Context: an optimization exercise on an open-source flow, tuned for small area, a short achievable clock period and few clock cycles per item. The choices shown serve that exercise and are no tape-out recipe.
Function was not checked in any run shown here: the RTL went through the layout flow alone.
Power figures rest on the tool's default switching activity, not on a simulated workload.

==> flow/design.v, too long to show whole: its modules and the start of the top module <==
// module m960_conv_enc: 54 lines
// module m960_xacc_lane: 3770 lines
module m960_xacc_lane (
    input  wire        clk,
    input  wire        rst,         
    input  wire        in_valid,
    output wire        in_ready,
    input  wire [5:0]  in_op,
    input  wire [1:0]  in_n,        
    input  wire [63:0] in_a,        
    input  wire [31:0] in_b,        
    output wire        out_valid,
    output wire [63:0] out_data
);
  // ...
==> flow/flow/run.sh <==
#!/bin/bash
set -euo pipefail
bash standard.sh synth > standard_synth.log 2>&1
export SETUP_SLACK_MARGIN=10.3
export BUFFER_PORTS_ARGS="-buffer_cell sky130_fd_sc_hd__buf_2"
bash standard.sh finish > standard_finish.log 2>&1
==> flow/standard.sh <==
#!/bin/bash
# synth_recipe.tcl (not shown) runs the flow's synth.tcl, then flattens the netlist and writes it again
# the make line also repeats each setting of config.mk as NAME=value (left out here)
make -C /OpenROAD-flow-scripts/flow DESIGN_CONFIG=/design/flow/config.mk WORK_HOME=/design/flow/orfs CLKGATE_MAP_FILE= SYNTH_SCRIPT=/design/flow/synth_recipe.tcl "${@:-finish}"
==> flow/config.mk <==
export PLATFORM = sky130hd
export DESIGN_NAME = m960_xacc_lane
export DESIGN_NICKNAME = m960_xacc_lane
export VERILOG_FILES = /design/flow/design.v
export SDC_FILE = /design/flow/constraint.sdc
export NUM_CORES = 4
export LEC_CHECK = 0
export CAP_MARGIN = 20
export CORE_MARGIN = 2
export CORE_UTILIZATION = 40
export SLEW_MARGIN = 20
==> flow/constraint.sdc <==
create_clock -name core_clock -period 15.0 [get_ports {clk}]
set_input_delay 3.0000 -clock core_clock [delete_from_list [all_inputs] [get_ports {clk}]]
set_output_delay 3.0000 -clock core_clock [all_outputs]
set_load 0.01 [all_outputs]
==> impl_metrics.ini, run 1 <==
[status]
outcome = no timing/DRC/antenna violations

[routing]
drtPass1Iterations = 9
top_layer = met5
drt-wirelength-per-cell_um = 25.0

[yosys]
synth-simple-area-share = 0.0785
ys_ff_latch = 905
synthFlopType = dfxtp_1
synth_edf_count = 384

[clock_tree]
insertion_delay_ns = 0.73
cts.repair.resized = 93

[final_layout]
design.seq.count = 905
inv_count = 548
final_cell_area_um2 = 72500
antenna_cells = 1

[critical_path]
cp.required_ns = 15.63
crit_path_end_kind = flop

[placement]
routabilityCongestion = 0.918
place_hpwl_um = 134000

[grt]
grt_max_degree = 59
grt_first_pass_wirelength_um = 323000

[floorplan]
tapCellCount = 2175
die_height_um = 408

[power]
internal-power_mw = 4.65
power.density_nw_per_um2 = 92.0
pwr-share-clk = 0.354

[sta]
hold_slack_ns = 0.322
fin_skew_ns = 0.0441

[hold_path]
hold_end = ltf1$_DFF_P_
==> module m960_conv_enc, before the edit <==
module m960_conv_enc (
    input  wire [39:0] a,         
    input  wire        ftol,      
    output wire [39:0] ma,        
    output wire [31:0] mb,        
    output wire        neg,       
    output wire        big,       
    output wire [5:0]  c          
);
    wire        fs   = a[31];
    wire [7:0]  e    = a[30:23];
    wire [22:0] t    = a[22:0];
    wire        nan  = (e == 8'hFF) && (t != 23'd0);
    wire [23:0] m    = {e != 8'd0, t};
    assign      big  = (e >= 8'd134) && !nan;
    wire        fhi  = (e >= 8'd120);
    wire [7:0]  fk   = fhi ? (e - 8'd105) : (e - 8'd90);
    wire        fnz  = (e >= 8'd94) && (e <= 8'd133);
    wire [39:0] fa   = fhi ? {1'b0, m, 15'd0} : {16'd0, m};
    wire [31:0] fb   = fnz ? (32'd1 << fk[4:0]) : 32'd0;
    wire        ys   = a[39];
    wire [39:0] u    = a ^ {40{ys}};
    wire        r1   = (u[39:23] != 17'd0);
    wire        r3   = (u[39:7] == 33'd0);
    wire [39:0] la   = r1 ? a : r3 ? {a[7:0], 32'd0} : {a[23:0], 16'd0};
    wire [39:0] pre0 = {1'b0, u[39:1]};
    wire [39:0] pre1 = pre0 | {1'b0, pre0[39:1]};
    wire [39:0] pre2 = pre1 | {2'b0, pre1[39:2]};
    wire [39:0] pre3 = pre2 | {4'b0, pre2[39:4]};
    wire [39:0] pre4 = pre3 | {8'b0, pre3[39:8]};
    wire [39:0] pre5 = pre4 | {16'b0, pre4[39:16]};
    wire [39:0] above = pre5 | {32'b0, pre5[39:32]};
    wire [39:0] h    = u & ~above;
    wire        uz   = ~(above[0] | u[0]);
    reg  [31:0] lb;
    integer     k;
    always @* begin
        lb = 32'd0;
        for (k = 23; k <= 39; k = k + 1) lb[51-k] = lb[51-k] | h[k];    
        for (k = 7;  k <= 22; k = k + 1) lb[35-k] = lb[35-k] | h[k];    
        for (k = 0;  k <= 6;  k = k + 1) lb[19-k] = lb[19-k] | h[k];    
        lb[20] = lb[20] | uz;                                          
    end
    reg  [5:0]  lz;
    always @* begin
        lz = 6'd40;
        for (k = 0; k < 40; k = k + 1)
            if (u[k]) lz = 6'd39 - k[5:0];
    end
    assign c   = lz;
    assign neg = ftol ? fs : ys;
    assign ma  = ftol ? fa : la;
    assign mb  = ftol ? fb : lb;
endmodule
==> run 2: changes to the inputs <==
--- a/flow/design.v
+++ b/flow/design.v
@@ -1,58 +1,52 @@
 module m960_conv_enc (
     input  wire [39:0] a,         
     input  wire        ftol,      
     output wire [39:0] ma,        
     output wire [31:0] mb,        
     output wire        neg,       
     output wire        big,       
-    output wire [5:0]  c          
+    output wire [1:0]  q          
 );
     wire        fs   = a[31];
     wire [7:0]  e    = a[30:23];
     wire [22:0] t    = a[22:0];
     wire        nan  = (e == 8'hFF) && (t != 23'd0);
     wire [23:0] m    = {e != 8'd0, t};
     assign      big  = (e >= 8'd134) && !nan;
     wire        fhi  = (e >= 8'd120);
     wire [7:0]  fk   = fhi ? (e - 8'd105) : (e - 8'd90);
     wire        fnz  = (e >= 8'd94) && (e <= 8'd133);
     wire [39:0] fa   = fhi ? {1'b0, m, 15'd0} : {16'd0, m};
     wire [31:0] fb   = fnz ? (32'd1 << fk[4:0]) : 32'd0;
     wire        ys   = a[39];
-    wire [39:0] u    = a ^ {40{ys}};
-    wire        r1   = (u[39:23] != 17'd0);
-    wire        r3   = (u[39:7] == 33'd0);
+    wire [38:0] d    = a[38:0] ^ a[39:1];
+    wire        r1   = (d[38:23] != 16'd0);
+    wire        r3   = (d[38:7] == 32'd0);
     wire [39:0] la   = r1 ? a : r3 ? {a[7:0], 32'd0} : {a[23:0], 16'd0};
-    wire [39:0] pre0 = {1'b0, u[39:1]};
-    wire [39:0] pre1 = pre0 | {1'b0, pre0[39:1]};
-    wire [39:0] pre2 = pre1 | {2'b0, pre1[39:2]};
-    wire [39:0] pre3 = pre2 | {4'b0, pre2[39:4]};
-    wire [39:0] pre4 = pre3 | {8'b0, pre3[39:8]};
-    wire [39:0] pre5 = pre4 | {16'b0, pre4[39:16]};
-    wire [39:0] above = pre5 | {32'b0, pre5[39:32]};
-    wire [39:0] h    = u & ~above;
-    wire        uz   = ~(above[0] | u[0]);
+    assign q = r1 ? 2'd0 : r3 ? 2'd2 : 2'd1;
+    wire [38:0] pre0 = {1'b0, d[38:1]};
+    wire [38:0] pre1 = pre0 | {1'b0, pre0[38:1]};
+    wire [38:0] pre2 = pre1 | {2'b0, pre1[38:2]};
+    wire [38:0] pre3 = pre2 | {4'b0, pre2[38:4]};
+    wire [38:0] pre4 = pre3 | {8'b0, pre3[38:8]};
+    wire [38:0] pre5 = pre4 | {16'b0, pre4[38:16]};
+    wire [38:0] above = pre5 | {32'b0, pre5[38:32]};
+    wire [38:0] h    = d & ~above;      
+    wire        uz   = ~(above[0] | d[0]);
     reg  [31:0] lb;
     integer     k;
     always @* begin
         lb = 32'd0;
-        for (k = 23; k <= 39; k = k + 1) lb[51-k] = lb[51-k] | h[k];    
+        for (k = 23; k <= 38; k = k + 1) lb[51-k] = lb[51-k] | h[k];    
         for (k = 7;  k <= 22; k = k + 1) lb[35-k] = lb[35-k] | h[k];    
         for (k = 0;  k <= 6;  k = k + 1) lb[19-k] = lb[19-k] | h[k];    
         lb[20] = lb[20] | uz;                                          
     end
-    reg  [5:0]  lz;
-    always @* begin
-        lz = 6'd40;
-        for (k = 0; k < 40; k = k + 1)
-            if (u[k]) lz = 6'd39 - k[5:0];
-    end
-    assign c   = lz;
     assign neg = ftol ? fs : ys;
     assign ma  = ftol ? fa : la;
     assign mb  = ftol ? fb : lb;
 endmodule
 module m960_xacc_lane (
     input  wire        clk,
     input  wire        rst,         
     input  wire        in_valid,
@@ -75,49 +69,45 @@
     wire is_clr = go && (in_op == OP_XCLR);
     wire is_rnd = go && (in_op == OP_XRND);
     wire is_ftl = go && (in_op == OP_FTOL);
     wire is_ltf = go && (in_op == OP_LTOF);
     wire is_cv  = is_ftl || is_ltf;
     wire [39:0] cv_a;
     wire [31:0] cv_b;
     wire        cv_neg, cv_big;
-    wire [5:0]  cv_c;
+    wire [1:0]  cv_q;
     m960_conv_enc u_enc (.a(in_a[39:0]), .ftol(in_op[0] == 1'b0), .ma(cv_a), .mb(cv_b),
-                         .neg(cv_neg), .big(cv_big), .c(cv_c));
+                         .neg(cv_neg), .big(cv_big), .q(cv_q));
     reg        mac0, clr0, rnd0, cv0, ltf0, big0, nb0;
     reg [1:0]  n0;
-    reg [5:0]  c0;
+    reg [1:0]  q0;
     reg [39:0] a0;
     reg [31:0] b0;
     always @(posedge clk) begin
         mac0 <= is_mac;
         clr0 <= is_clr;
         rnd0 <= is_rnd;
         cv0  <= is_cv;
         ltf0 <= is_ltf;
         big0 <= is_ftl && cv_big;
         nb0  <= is_cv && cv_neg;
         n0   <= in_n;
-        c0   <= cv_c;
+        q0   <= cv_q;
         a0   <= is_mac ? in_a[39:0] : is_rnd ? 40'h00_0800_0000 : cv_a;
         b0   <= is_mac ? in_b : is_rnd ? 32'd1 : is_cv ? cv_b : 32'd0;
     end
     integer     k;
-    reg  [5:0]  tza;
-    reg  [5:0]  tzb;
+    reg  [4:0]  lgb;
     always @* begin
-        tza = 6'd40;
-        for (k = 39; k >= 0; k = k - 1)
-            if (a0[k]) tza = k[5:0];
-        tzb = 6'd32;
-        for (k = 31; k >= 0; k = k - 1)
-            if (b0[k]) tzb = k[5:0];
+        lgb = 5'd0;
+        for (k = 0; k < 32; k = k + 1)
+            if (b0[k]) lgb = lgb | k[4:0];
     end
-    wire tie_p = ({1'b0, tza} + {1'b0, tzb}) == 7'd27;
+    wire [5:0]  c_ltof = {1'b0, lgb} + {q0, 4'd0} - 6'd12;
     wire hs1;
     wire hc2;
     wire hs3;
     wire hc4;
     wire fs5;
     wire fc6;
     wire hs7;
     wire hc8;
@@ -3576,30 +3566,29 @@
         t203 <= fs1225;
         t204 <= fc1226;
         t205 <= fs1227;
         t206 <= fc1228;
         t207 <= hs1229;
         t208 <= hc1230;
         t209 <= ppn15;
     end
-    reg        mac1, clr1, rnd1, cv1, ltf1, big1, s1, tie1;
+    reg        mac1, clr1, rnd1, cv1, ltf1, big1, s1;
     reg [1:0]  n1;
     reg [5:0]  c1;
     always @(posedge clk) begin
         mac1 <= mac0 && !rst;
         clr1 <= clr0 && !rst;
         rnd1 <= rnd0 && !rst;
         cv1  <= cv0 && !rst;
         ltf1 <= ltf0;
         big1 <= big0;
         s1   <= nb0;
-        tie1 <= tie_p;
         n1   <= n0;
-        c1   <= c0;
+        c1   <= c_ltof;
     end
     assign fs1007 = t0 ^ t1 ^ t2;
     assign fc1008 = (t0 & t1) | (t0 & t2) | (t1 & t2);
     assign fs1009 = t3 ^ t4 ^ t5;
     assign fc1010 = (t3 & t4) | (t3 & t5) | (t4 & t5);
     assign fs1011 = t6 ^ t7 ^ t8;
     assign fc1012 = (t6 & t7) | (t6 & t8) | (t7 & t8);
     assign fs1013 = t9 ^ t10 ^ t11;
@@ -3731,29 +3720,28 @@
     assign fs1205 = t148 ^ t149 ^ t150;
     assign fc1206 = (t148 & t149) | (t148 & t150) | (t149 & t150);
     wire [71:0] row0 = {t208, t206, t204, t202, t200, t198, t196, t194, t192, t190, t188, t186, fc1206, fc1204, fc1202, fc1200, fc1198, fc1196, fc1194, fc1192, fc1190, fc1188, fc1186, fc1184, fc1182, fc1180, fc1178, fc1176, fc1174, fc1172, fc1170, fc1168, fc1166, fc1164, fc1162, fc1160, fc1158, fc1156, fc1154, fc1152, fc1150, fc1148, fc1146, fc1144, fc1142, fc1140, fc1138, fc1136, fc1134, fc1132, fc1130, fc1128, fc1126, fc1124, t184, t182, t180, t178, t176, t174, t172, t170, t168, t166, t164, t162, t160, t158, t156, t154, t153, t151};
     wire [71:0] row1 = {t209, t207, t205, t203, t201, t199, t197, t195, t193, t191, t189, t187, t185, fs1205, fs1203, fs1201, fs1199, fs1197, fs1195, fs1193, fs1191, fs1189, fs1187, fs1185, fs1183, fs1181, fs1179, fs1177, fs1175, fs1173, fs1171, fs1169, fs1167, fs1165, fs1163, fs1161, fs1159, fs1157, fs1155, fs1153, fs1151, fs1149, fs1147, fs1145, fs1143, fs1141, fs1139, fs1137, fs1135, fs1133, fs1131, fs1129, fs1127, fs1125, fs1123, t183, t181, t179, t177, t175, t173, t171, t169, t167, t165, t163, t161, t159, t157, t155, 1'b0, t152};
     wire [71:0] prod = row0 + row1;
     reg  [3:0] z;
     wire [3:0] z_next;
     wire [3:0] n1_dec = 4'b0001 << n1;
-    reg        rnd2, cv2, ltf2, big2, s2, tie2;
+    reg        rnd2, cv2, ltf2, big2, s2;
     reg  [5:0] c2;
     reg  [3:0] we2;        
     reg  [3:0] clr2;       
     reg  [3:0] sel2;       
     reg [71:0] p2;
     always @(posedge clk) begin
         rnd2 <= rnd1 && !rst;
         cv2  <= cv1 && !rst;
         ltf2 <= ltf1;
         big2 <= big1;
         s2   <= s1;
-        tie2 <= tie1;
         c2   <= c1;
         we2  <= (mac1 && !rst) ? n1_dec : 4'b0000;
         clr2 <= (clr1 && !rst) ? n1_dec : 4'b0000;
         sel2 <= (mac1 || rnd1) ? (n1_dec & ~z_next) : 4'b0000;
         p2   <= prod;
     end
     reg [47:0] xl0, xl1, xl2, xl3;
     wire [47:0] xl_sel = ({48{sel2[0]}} & xl0) | ({48{sel2[1]}} & xl1) |
@@ -3763,30 +3751,30 @@
     assign z_next = rst ? 4'b1111 : ((z | clr2) & ~we2);
     always @(posedge clk) begin
         z <= z_next;
         if (we2[0]) xl0 <= sl[47:0];
         if (we2[1]) xl1 <= sl[47:0];
         if (we2[2]) xl2 <= sl[47:0];
         if (we2[3]) xl3 <= sl[47:0];
     end
-    wire tie_x  = xl_sel[27] && (xl_sel[26:0] == 27'd0);
+    wire tie_s  = (sl[27:0] == 28'd0);
     wire ones_x = &xl_sel[47:27];
     reg        rnd3, res3, ltf3, big3, s3, tie3, ones3, cy3;
     reg  [5:0] c3;
     reg  [3:0] we3, sel3;
     reg [19:0] sl3;
     reg [23:0] ph3;
     always @(posedge clk) begin
         rnd3  <= rnd2 && !rst;
         res3  <= (rnd2 || cv2) && !rst;
         ltf3  <= ltf2;
         big3  <= big2;
         s3    <= s2;
-        tie3  <= rnd2 ? tie_x : tie2;
+        tie3  <= tie_s;
         ones3 <= ones_x;
         c3    <= c2;
         we3   <= rst ? 4'b0000 : we2;
         sel3  <= sel2;
         cy3   <= sl[48];
         sl3   <= sl[47:28];
         ph3   <= p2[71:48];
     end
==> flow/flow/run.sh (replaced) <==
#!/bin/bash
set -euo pipefail
bash standard.sh synth > standard_synth.log 2>&1
export SETUP_SLACK_MARGIN=10.7
export BUFFER_PORTS_ARGS="-buffer_cell sky130_fd_sc_hd__buf_2"
bash standard.sh finish > standard_finish.log 2>&1
==> run 2 against run 1 <==
Effect of this change:
- still clean on timing, DRC and antenna
- clock power grew 3%
- first-iteration DRC count shrank 11%
- largest power group unchanged
- largest cell class unchanged
- count of clock-buffer cells in the layout shrank 3
- area after synthesis shrank 2.1%
- highest routed layer unchanged
- critical endpoint is now b0[18]$_DFF_P_
==> impl_metrics.ini, run 2 <==
[sta]
min_period_over_period = 0.364
rsz0062_at_grt = true
max-slew-margin-rel = 0.187
setup_tns_ns = 0
fin_ws_ns = 9.54
maxSlewViolCount = 0
period_needed_ns = 5.46
fin_skew_ns = 0.0337
setup_viol = 0
worst_slew_pin_slew_ns = 1.22
finalHoldViolations = 0
max_freq_mhz = 183

[final_layout]
regMostFlops = p2
largest_register_ffs = 72
layout_commonest_cell = a22oi_1
layout_common_cells = a22oi_1 (763), inv_1 (682), fa_1 (550)
final_cell_area_um2 = 72700
fin_nets = 7197
syn_to_final_growth_pct = 14.0
drive_gt1_frac = 0.133
post-route-util = 0.459

[clock_tree]
insertion_delay_ns = 0.73
htree_levels = 3
root_buffer = clkbuf_16
clk_path_buf_depth = 3
numCtsBuffers = 96
clk_pin_slew_ns = 0.07
holdBufCountCts = 0
tritoncts = built
cts.sinks = 899

[job]
max_cap_viol_count = 0

[routing]
via_count = 48965
route.met3.wl_um = 22700
drt-wirelength-per-cell_um = 24.3
routed_wl_um = 205000
top_layer = met5
postRouteAntennaNets = 0
first_iter_violations = 5144
drc = 0
wl_met2_um = 88100
drtPass1Iterations = 8
avgViaCountPerCell = 5.81
drt-met1-wl_um = 84200

[grt]
antenna_found_initial = 6
grt_max_degree = 85
groute.usage.overall = 0.245
grt-ovfl-total = 0
grt_pass1_vias = 49852
grt_first_pass_wirelength_um = 306000

[critical_path]
crit_path_max_fanout = 5
crit_path_end_kind = flop
worst-setup-path-type = primary input to flop
reg2reg_depth = 16
crit_start = in_a[28]
worstSetupEndpoint = b0[18]$_DFF_P_
cp.arrival_ns = 6.12
r2r-start = sel2[2]$_SDFF_PN0_
cp.required_ns = 15.66
cp-start-kind = primary input
r2r_slack_ns = 10.74
timing.rr.end = tie3$_DFF_P_

[status]
outcome = no timing/DRC/antenna violations

[yosys]
ys_ff_latch = 899
yosysTopAreaCell = edfxtp_1
synth_edf_count = 384
syn_nets = 7222
syn_avg_cell_area_um2 = 10.1
syn_area_um2 = 63800
synthTopCellsByCount = a22oi_1 (779), inv_1 (693), fa_1 (553), dfxtp_1 (515), xnor2_1 (446)
ys_types = 77
synth_area_leaders = edfxtp_1 (18%), fa_1 (17%), dfxtp_1 (16%), a22oi_1 (9.2%), xnor2_1 (6.1%)
netlist_instances = 6299
synth_top_area_frac = 0.181
synthFlopType = dfxtp_1
async_reset_ff_frac = 0
yosysMostFrequentCell = a22oi_1
synth_seq_area_share = 0.342
ys.warnings.count = 2

[placement]
place_hpwl_um = 126000
pre_cts_slack_ns = 8.11
dpl-instance-area_um2 = 66700
io_buffers = 147
routabilityCongestion = 0.909

[power]
ir_drop_mv = 0.0858
power.density_nw_per_um2 = 92.5
leakage_nw = 29.4
finalPower_mw = 6.73

[hold_path]
min_path_type = flop to flop

[floorplan]
dieArea_um2 = 163000
fp.coreArea_um2 = 158000
die_height_um = 403
io_pins = 173
die-width_um = 403
initial_utilization = 0.403
rows = 146
## run 2: changes by cell type after synthesis, moves of 19 or more
cell	delta
a211oi_1	-23
a21oi_1	-58
and2_1	-20
clkbuf_1	-47
ha_1	+23
inv_1	+151
nand2_1	+26
nand2b_1	+24
nor2_1	-19
nor3_1	-54
o21ai_0	+42
## run 2: what timing repair did
| action | in CTS | in global routing |
|---|---|---|
| resized for setup | 146 | 224 |
| pin swaps | 32 | 75 |
| buffers inserted | 54 | 48 |
| gates cloned | 6 | 3 |
| setup endpoints to repair | 394 | 202 |
## run 2: through the flow
step | hold WS (ns) | cells
CTS | 0.313 | 8378
floorplan | 0.310 | 6299
global placement | 0.310 | 8136
finish | 0.306 | 8431
global route | 0.317 | 8430
detailed placement | 0.312 | 8136
## run 2: layout make-up
| type | instances | area (µm²) |
|---|---|---|
| Timing Repair Buffer | 349 | 2900 |
| Inverter | 696 | 2640 |
| Antenna cell | 1 | 2.50 |
| Clock buffer | 125 | 2780 |
| Tap cell | 2072 | 2590 |
| Multi-Input combinational cell | 4232 | 39300 |
| Sequential cell | 899 | 22000 |
| Clock inverter | 57 | 553 |
| Fill cell | 14518 | 85700 |
## run 2: worst max-delay path, cell delays in order
cell	delay (ns)
buf_6	0.13
inv_6	0.06
ha_4	0.24
or4_4	0.54
or4_4	0.45
nor4_4	0.24
nand4_4	0.15
or3_4	0.44
nor3_4	0.14
nand2b_1	0.14
o2111ai_1	0.42
a22o_1	0.19
## run 2: layer usage
layer | track usage | up-vias
li1 | - | 21559
met1 | 0.327 | 24109
met2 | 0.370 | 2682
met3 | 0.0703 | 611
met4 | 0.103 | 4
met5 | 0.0146 | -
## run 2: worst min path at each step
| stage | startpoint | slack [ns] | endpoint | cells after the start |
|---|---|---|---|---|
| after detailed placement | p2[63]$_DFF_P_ | 0.31 | ph3[15]$_DFF_P_ | 0 |
| after global routing | p2[69]$_DFF_P_ | 0.32 | ph3[21]$_DFF_P_ | 0 |
| after CTS | p2[68]$_DFF_P_ | 0.31 | ph3[20]$_DFF_P_ | 0 |
| final | p2[69]$_DFF_P_ | 0.31 | ph3[21]$_DFF_P_ | 0 |
| after global placement | p2[67]$_DFF_P_ | 0.31 | ph3[19]$_DFF_P_ | 0 |
| after floorplan | big0$_DFF_P_ | 0.31 | big1$_DFF_P_ | 0 |
## run 2: cell families after synthesis
logic type	after synthesis	synth area share
adder cells (fa/ha/maj)	816	0.225
buffers and inverters	1169	0.0701
AO/OA/AOI/OAI	1587	0.172
multiplexers	7	0.00112
other	1	0.0000588
flip-flops	899	0.342
AND/OR/NAND/NOR	954	0.0707
XOR/XNOR	866	0.119
## run 2: power breakdown
group,internal [mW],switching (mW),total [mW]
Combinational,0.481,0.845,1.33
Sequential,2.81,0.141,2.96
Clock,1.40,1.05,2.44
==> run 3: changes to the inputs <==
--- a/flow/design.v
+++ b/flow/design.v
@@ -13,11 +13,16 @@
     wire        nan  = (e == 8'hFF) && (t != 23'd0);
     wire [23:0] m    = {e != 8'd0, t};
     assign      big  = (e >= 8'd134) && !nan;
-    wire        fhi  = (e >= 8'd120);
-    wire [7:0]  fk   = fhi ? (e - 8'd105) : (e - 8'd90);
-    wire        fnz  = (e >= 8'd94) && (e <= 8'd133);
-    wire [39:0] fa   = fhi ? {1'b0, m, 15'd0} : {16'd0, m};
-    wire [31:0] fb   = fnz ? (32'd1 << fk[4:0]) : 32'd0;
+    wire        f0   = (e[7:1] == 7'b0101111);
+    wire        f1   = (e[7:4] == 4'b0110);
+    wire        f2   = (e[7:4] == 4'b0111);
+    wire        f3   = (e[7:4] == 4'b1000) && (e[3:0] <= 4'd5);
+    wire [15:0] dec  = 16'd1 << e[3:0];
+    wire [39:0] fa   = f0 ? {16'd0, m} : f1 ? {10'd0, m, 6'd0} : {1'b0, m, 15'd0};
+    wire [31:0] fb   = ({32{f0}} & {26'd0, dec[15:14], 4'd0}) |
+                       ({32{f1}} & {16'd0, dec}) |
+                       ({32{f2}} & {9'd0, dec, 7'd0}) |
+                       ({32{f3}} & {3'd0, dec[5:0], 23'd0});
     wire        ys   = a[39];
     wire [38:0] d    = a[38:0] ^ a[39:1];
     wire        r1   = (d[38:23] != 16'd0);
==> run 3 against run 2 <==
Effect of this change:
- highest routed layer unchanged
- worst setup slack gained 0.38 ns
- critical path depth is the same
- non-clock buffer count unchanged
- largest cell class unchanged
- sequential power barely moved
- final cell count up 0.52%
- largest power group unchanged
- clock skew increased by 0.027 ns
- still clean on timing, DRC and antenna
- die area up 0.75%
- flip-flop and latch count is the same
==> impl_metrics.ini, run 3 <==
[status]
outcome = no timing/DRC/antenna violations

[grt]
grt_first_pass_wirelength_um = 314000
grt_max_degree = 73
groute.usage.overall = 0.251
grt_pass1_vias = 50566
antenna_found_initial = 15
grt-ovfl-total = 0

[yosys]
yosysMostFrequentCell = a22oi_1
syn_area_um2 = 64300
async_reset_ff_frac = 0
synth_area_leaders = edfxtp_1 (18%), fa_1 (17%), dfxtp_1 (16%), a22oi_1 (9.2%), xnor2_1 (6.0%)
yosysTopAreaCell = edfxtp_1
ys_ff_latch = 899
syn_nets = 7258
ys_types = 92
synth_top_area_frac = 0.179
synthTopCellsByCount = a22oi_1 (786), inv_1 (717), fa_1 (553), dfxtp_1 (515), xnor2_1 (439)
synthFlopType = dfxtp_1
syn_avg_cell_area_um2 = 10.1
synth_edf_count = 384
netlist_instances = 6340
synth_seq_area_share = 0.340
ys.warnings.count = 2

[critical_path]
worstSetupEndpoint = b0[17]$_DFF_P_
crit_path_max_fanout = 6
timing.rr.end = xh2[44]$_DFFE_PP_
crit_path_end_kind = flop
worst-setup-path-type = primary input to flop
r2r_slack_ns = 10.71
crit_start = in_a[31]
r2r-start = sel3[3]$_DFF_P_
cp.arrival_ns = 5.71
cp-start-kind = primary input
reg2reg_depth = 18
cp.required_ns = 15.63

[hold_path]
min_path_type = flop to flop
min_from = p2[48]$_DFF_P_

[clock_tree]
root_buffer = clkbuf_16
htree_levels = 3
clk_pin_slew_ns = 0.06
cts.sinks = 899
numCtsBuffers = 97
tritoncts = built
holdBufCountCts = 0
clk_path_buf_depth = 3
insertion_delay_ns = 0.76

[power]
power.density_nw_per_um2 = 93.7
leakage_nw = 29.5
ir_drop_mv = 0.104

[sta]
period_needed_ns = 5.08
setup_viol = 0
rsz0062_at_grt = true
maxSlewViolCount = 0
min_period_over_period = 0.339
worst_slew_pin_slew_ns = 1.21
fin_skew_ns = 0.0609
max-slew-margin-rel = 0.193
setup_tns_ns = 0
finalHoldViolations = 0
max_freq_mhz = 197

[routing]
drt-wirelength-per-cell_um = 24.5
drtPass1Iterations = 8
routed_wl_um = 208000
postRouteAntennaNets = 0
via_count = 49508
first_iter_violations = 5074
drc = 0
avgViaCountPerCell = 5.84

[placement]
place_hpwl_um = 130000
routabilityCongestion = 0.898
io_buffers = 147

[final_layout]
layout_common_cells = a22oi_1 (783), inv_1 (707), fa_1 (549)
largest_register_ffs = 72
drive_gt1_frac = 0.123
fin_nets = 7223
syn_to_final_growth_pct = 14.2
post-route-util = 0.459
layout_commonest_cell = a22oi_1
regMostFlops = p2

[floorplan]
io_pins = 173
die-width_um = 405
die_height_um = 405
rows = 147
fp.coreArea_um2 = 160000
initial_utilization = 0.402
dieArea_um2 = 164000

[job]
max_cap_viol_count = 0
==> run 3: cell types whose count changed after synthesis, moves of 17 or more <==
cell and delta:
a21oi_1 +27, o21ai_0 -59, o211ai_1 +17, nor2_1 -42
nand2_1 -22, nand3_1 +26, buf_2 +17, inv_1 +24
==> run 3: metal layers <==
layer  track usage  wire [µm]
met1         0.327      84100
met4         0.116       9700
met5       0.00714        299
met2         0.394      93200
met3        0.0608      20800
==> run 3: logic make-up after synthesis <==
kind of cell / synth area share
flip-flops: 0.340
multiplexers: 0.00128
other: 0.0000583
XOR/XNOR: 0.117
buffers and inverters: 0.0722
adder cells (fa/ha/maj): 0.222
AO/OA/AOI/OAI: 0.173
AND/OR/NAND/NOR: 0.0744
==> run 3: worst min path at each step <==
stage	to	cells past startpoint
2_1_floorplan	big1$_DFF_P_	0
3_3_place_gp	ph3[5]$_DFF_P_	0
3_5_place_dp	ph3[0]$_DFF_P_	0
4_1_cts	ph3[0]$_DFF_P_	0
5_1_grt	ph3[1]$_DFF_P_	0
6_report	ph3[0]$_DFF_P_	0
==> run 3: per-stage QoR <==
stage                     area (µm²)  cells  setup slack (ns)  hold slack [ns]  total power, mW
after global routing           73400   8474              9.86            0.314             7.16
final                          73400   8475              9.92            0.302             6.88
after floorplan                64600   6340              9.49            0.310             3.82
after detailed placement       67200   8187              8.26            0.312             4.28
after CTS                      72500   8434              9.87            0.308             6.87
after global placement         67200   8187              8.27            0.311             4.26
==> run 3: layout make-up <==
type | count | area (µm²)
sequential | 899 | 21900
clock inverter | 58 | 737
clock buffer | 124 | 2640
tap | 2086 | 2610
antenna | 1 | 2.50
timing repair buffer | 349 | 3290
fill | 14842 | 86600
inverter | 721 | 2730
multi-input combinational | 4237 | 39500
==> run 3: critical path: stages <==
cell and delay, ns:
buf_2 0.28, and4_1 0.28, mux2i_2 0.11, nor3_4 0.15, nand2_2 0.10, nor4_4 0.18, or3b_4 0.43, or4_4 0.56
buf_6 0.15, nor3_4 0.16, nand2_1 0.08, a41oi_2 0.21
==> run 3: repair_timing <==
item	CTS	global route
resized for setup	211	125
setup buffers	48	38
pin swaps	58	67
hold endpoints to repair	0	0
endpoints found under the setup margin	363	197
cloned	17	2
==> run 3: power by group <==
part	switching, mW	internal, mW	total (mW)
clock network	1.06	1.45	2.51
registers	0.121	2.81	2.93
logic	0.906	0.523	1.43
total	2.09	4.79	6.88
==> run 4: changes to the inputs <==
--- a/flow/design.v
+++ b/flow/design.v
@@ -29,23 +29,33 @@
     wire        r3   = (d[38:7] == 32'd0);
     wire [39:0] la   = r1 ? a : r3 ? {a[7:0], 32'd0} : {a[23:0], 16'd0};
     assign q = r1 ? 2'd0 : r3 ? 2'd2 : 2'd1;
-    wire [38:0] pre0 = {1'b0, d[38:1]};
-    wire [38:0] pre1 = pre0 | {1'b0, pre0[38:1]};
-    wire [38:0] pre2 = pre1 | {2'b0, pre1[38:2]};
-    wire [38:0] pre3 = pre2 | {4'b0, pre2[38:4]};
-    wire [38:0] pre4 = pre3 | {8'b0, pre3[38:8]};
-    wire [38:0] pre5 = pre4 | {16'b0, pre4[38:16]};
-    wire [38:0] above = pre5 | {32'b0, pre5[38:32]};
-    wire [38:0] h    = d & ~above;      
-    wire        uz   = ~(above[0] | d[0]);
+    function [15:0] lead16;              
+        input [15:0] w;
+        integer i;
+        reg     seen;
+        begin
+            lead16 = 16'd0;
+            seen = 1'b0;
+            for (i = 15; i >= 0; i = i - 1) begin
+                lead16[i] = w[i] && !seen;
+                seen = seen || w[i];
+            end
+        end
+    endfunction
+    wire        nz2  = (d[22:7] != 16'd0);
+    wire        nz3  = (d[6:0] != 7'd0);
+    wire [15:0] h1   = lead16(d[38:23]);
+    wire [15:0] h2   = lead16(d[22:7]) & {16{!r1}};
+    wire [15:0] h3   = lead16({d[6:0], 9'd0}) & {16{!r1 && !nz2}};
+    wire        uz   = !r1 && !nz2 && !nz3;
     reg  [31:0] lb;
     integer     k;
     always @* begin
         lb = 32'd0;
-        for (k = 23; k <= 38; k = k + 1) lb[51-k] = lb[51-k] | h[k];    
-        for (k = 7;  k <= 22; k = k + 1) lb[35-k] = lb[35-k] | h[k];    
-        for (k = 0;  k <= 6;  k = k + 1) lb[19-k] = lb[19-k] | h[k];    
-        lb[20] = lb[20] | uz;                                          
+        for (k = 23; k <= 38; k = k + 1) lb[51-k] = lb[51-k] | h1[k-23];   
+        for (k = 7;  k <= 22; k = k + 1) lb[35-k] = lb[35-k] | h2[k-7];    
+        for (k = 0;  k <= 6;  k = k + 1) lb[19-k] = lb[19-k] | h3[k+9];    
+        lb[20] = lb[20] | uz;                                             
     end
     assign neg = ftol ? fs : ys;
     assign ma  = ftol ? fa : la;
==> run 4 against run 3 <==
Effect of this change:
- clock power rose by 4%
- register-to-register slack barely moved
- die area up 1.1%
- via count is 1.1% higher
- hold slack better by 0.0052 ns
- final cell count is 1.7% higher
- flip-flop and latch count unchanged
- core utilization about the same
- critical endpoint is now b0[20]$_DFF_P_
==> impl_metrics.ini, run 4 <==
[clock_tree]
htree_levels = 3
numCtsBuffers = 101
tritoncts = built
cts.sinks = 899
clk_pin_slew_ns = 0.06
root_buffer = clkbuf_16
insertion_delay_ns = 0.76
holdBufCountCts = 0
clk_path_buf_depth = 3

[yosys]
synth_edf_count = 384
synth_compound_area_frac = 0.178
synth_top_area_frac = 0.177
ys_types = 94
synth_seq_area_share = 0.336
ys.warnings.count = 2
synthTopCellsByCount = a22oi_1 (781), inv_1 (679), fa_1 (553), dfxtp_1 (515), clkbuf_1 (463)
synth_area_leaders = edfxtp_1 (18%), fa_1 (17%), dfxtp_1 (16%), a22oi_1 (9.0%), xnor2_1 (6.2%)
yosys.area_share.xor_xnor = 0.115
yosysMostFrequentCell = a22oi_1
synthAdderAreaFrac = 0.220
async_reset_ff_frac = 0
syn_area_um2 = 65000
syn_nets = 7376
synth-simple-area-share = 0.0781
synthFlopType = dfxtp_1
synth_top_family_by_area = adder cells
ys_ff_latch = 899
synth_mux_area_frac = 0.00141
netlist_instances = 6457
syn_avg_cell_area_um2 = 10.1
yosysTopAreaCell = edfxtp_1

[final_layout]
layout_common_cells = a22oi_1 (780), inv_1 (671), fa_1 (546)
largest_register_ffs = 72
layout_commonest_cell = a22oi_1
fin_nets = 7284
nFillCells = 14864
syn_to_final_growth_pct = 13.5
post-route-util = 0.459
regMostFlops = p2
drive_gt1_frac = 0.121

[sta]
setup_tns_ns = 0
max_freq_mhz = 196
rsz0062_at_grt = true
max-slew-margin-rel = 0.183
min_period_over_period = 0.341
fin_skew_ns = 0.0784
worst_slew_pin_slew_ns = 1.22
period_needed_ns = 5.11
finalHoldViolations = 0
setup_viol = 0
maxSlewViolCount = 0

[grt]
busiest_layer = met2
met2_usage = 0.373
met3_usage = 0.0773
grt_first_pass_wirelength_um = 316000
grt_max_degree = 85
antenna_found_initial = 8
use_met1 = 0.323
grt-ovfl-total = 0
grt_pass1_vias = 51144
groute.usage.overall = 0.246

[placement]
place_hpwl_um = 130000
io_buffers = 147
routabilityCongestion = 0.899

[floorplan]
fp.coreArea_um2 = 161000
die_height_um = 407
initial_utilization = 0.404
io_pins = 173
die-width_um = 407
dieArea_um2 = 166000
rows = 147

[routing]
first_iter_violations = 5151
postRouteAntennaNets = 0
drtPass1Iterations = 7
drc = 0
via_count = 50074
drt-wirelength-per-cell_um = 24.4
avgViaCountPerCell = 5.81
routed_wl_um = 210000

[critical_path]
r2r_slack_ns = 10.71
crit_path_max_fanout = 3
crit_path_end_kind = flop
cp.required_ns = 15.66
worst-setup-path-type = primary input to flop
timing.rr.end = t101$_DFF_P_
cp-start-kind = primary input
reg2reg_depth = 9
cp.arrival_ns = 5.77
r2r-start = b0[19]$_DFF_P_

[power]
ir_drop_mv = 0.0956
finalPower_mw = 7.06
power.density_nw_per_um2 = 95.6
leakage_nw = 29.7

[hold_path]
min_path_type = flop to flop
min_from = p2[65]$_DFF_P_
hold_end = ph3[17]$_DFF_P_
min_path_cells = 0

[status]
outcome = no timing/DRC/antenna violations

[job]
max_cap_viol_count = 0
## run 4: changes by cell type after synthesis, sizes merged, moves of 14 or more
cell,before,now
inv,721,681
clkbuf,424,463
o21ai,177,202
xor2,421,396
xnor2,439,459
a21oi,240,221
a21o,115,132
o211ai,29,12
nor2b,27,43
nor2,147,161
## run 4: worst max-delay path: stages
cell and delay, ns:
buf_12 0.09, clkinvlp_4 0.09, ha_4 0.23, nor4b_4 0.34
o211a_1 0.24, o2111a_2 0.25, nand4b_4 0.10, or4b_4 0.53
nor3_4 0.19, nand2_2 0.12, nor3_4 0.24, a221oi_4 0.16
o31ai_2 0.19
## run 4: timing repair
action	CTS	global route
endpoints found under the hold margin	0	0
pin swaps	60	53
gates resized for setup	235	126
cloned	3	4
setup buffers	40	28
endpoints found under the setup margin	423	218
## run 4: layer usage
metal  up-vias  part of all wire  wire [µm]
met4         6             0.048      10100
li1      22084                 -          -
met3       670              0.11      23800
met1     24504              0.41      86200
met2      2810              0.43      90000
met5         -           0.00019         40
## run 4: logic make-up after synthesis
kind of cell	count (synthesis)
mux	9
buf+inv	1197
flops	899
xor+xnor	855
fa+ha+maj	812
other cells	1
compound gates	1660
simple gates	1024
## run 4: worst max path at each step
stage | startpoint | end | slack (ns) | cells past startpoint
floorplan | in_a[27] | b0[20]$_DFF_P_ | 9.41 | 13
global placement | in_a[26] | b0[20]$_DFF_P_ | 8.24 | 13
detailed placement | in_a[26] | b0[19]$_DFF_P_ | 8.24 | 13
CTS | in_a[30] | b0[19]$_DFF_P_ | 9.76 | 13
global route | in_a[30] | b0[19]$_DFF_P_ | 9.82 | 13
finish | in_a[30] | b0[20]$_DFF_P_ | 9.89 | 13
## run 4: area by class of cell
type	count	area [µm²]	share of cell area
clock buffer	128	2740	0.0371
tap	2160	2700	0.0366
clock inverter	62	841	0.0114
sequential	899	22000	0.297
inverter	684	2600	0.0352
multi-input combinational	4361	40300	0.546
antenna	3	7.51	0.000102
timing repair buffer	318	2700	0.0365
## run 4: metrics by stage
stage               hold slack, ns  instance area (µm²)  instances  setup slack (ns)
global route                 0.325                73800       8612              9.82
global placement             0.311                67900       8347              8.24
floorplan                    0.310                65100       6457              9.41
CTS                          0.319                72900       8580              9.76
detailed placement           0.312                67900       8347              8.24
finish                       0.307                73800       8615              9.89
## run 4: power by group
group | total, mW | switching (mW) | internal (mW) | leakage [nW]
combinational | 1.50 | 0.932 | 0.563 | 20.1
clock | 2.62 | 1.09 | 1.53 | 1.73
sequential | 2.94 | 0.125 | 2.81 | 7.87
total | 7.06 | 2.15 | 4.91 | 29.7

## static timing again, ports no longer ideal
Ports are ideal in the flow. The routed layouts listed here were re-timed in OpenROAD. Step 1 (the two cells are an assumption about what drives the block):
set clk [get_ports {clk}]
set_driving_cell -lib_cell sky130_fd_sc_hd__clkbuf_16 $clk
set_driving_cell -lib_cell sky130_fd_sc_hd__buf_2 [delete_from_list [all_inputs] $clk]
Step 2 also shifts input and output timing later by t, the mid clock arrival at the registers, as if the neighbouring blocks saw the same clock. Slacks: ideal ports / drivers / drivers and shift; pairs: ideal ports / drivers.
| run | shift t [ns] | slack for setup (ns) | pins driven straight from the clock port |
|---|---|---|---|
| run 1 | 0.774 | 9.952 / 9.926 / 9.153 | 1 |
| run 2 | 0.795 | 9.538 / 9.554 / 8.759 | 1 |
| run 3 | 0.814 | 9.922 / 9.965 / 9.151 | 1 |
| run 4 | 0.808 | 9.887 / 9.902 / 9.094 | 1 |
After both steps setup and hold are still met in every run listed. The setup slack of run 1, which loses most, moves by -0.026 ns with the drivers and by -0.799 ns with both steps.
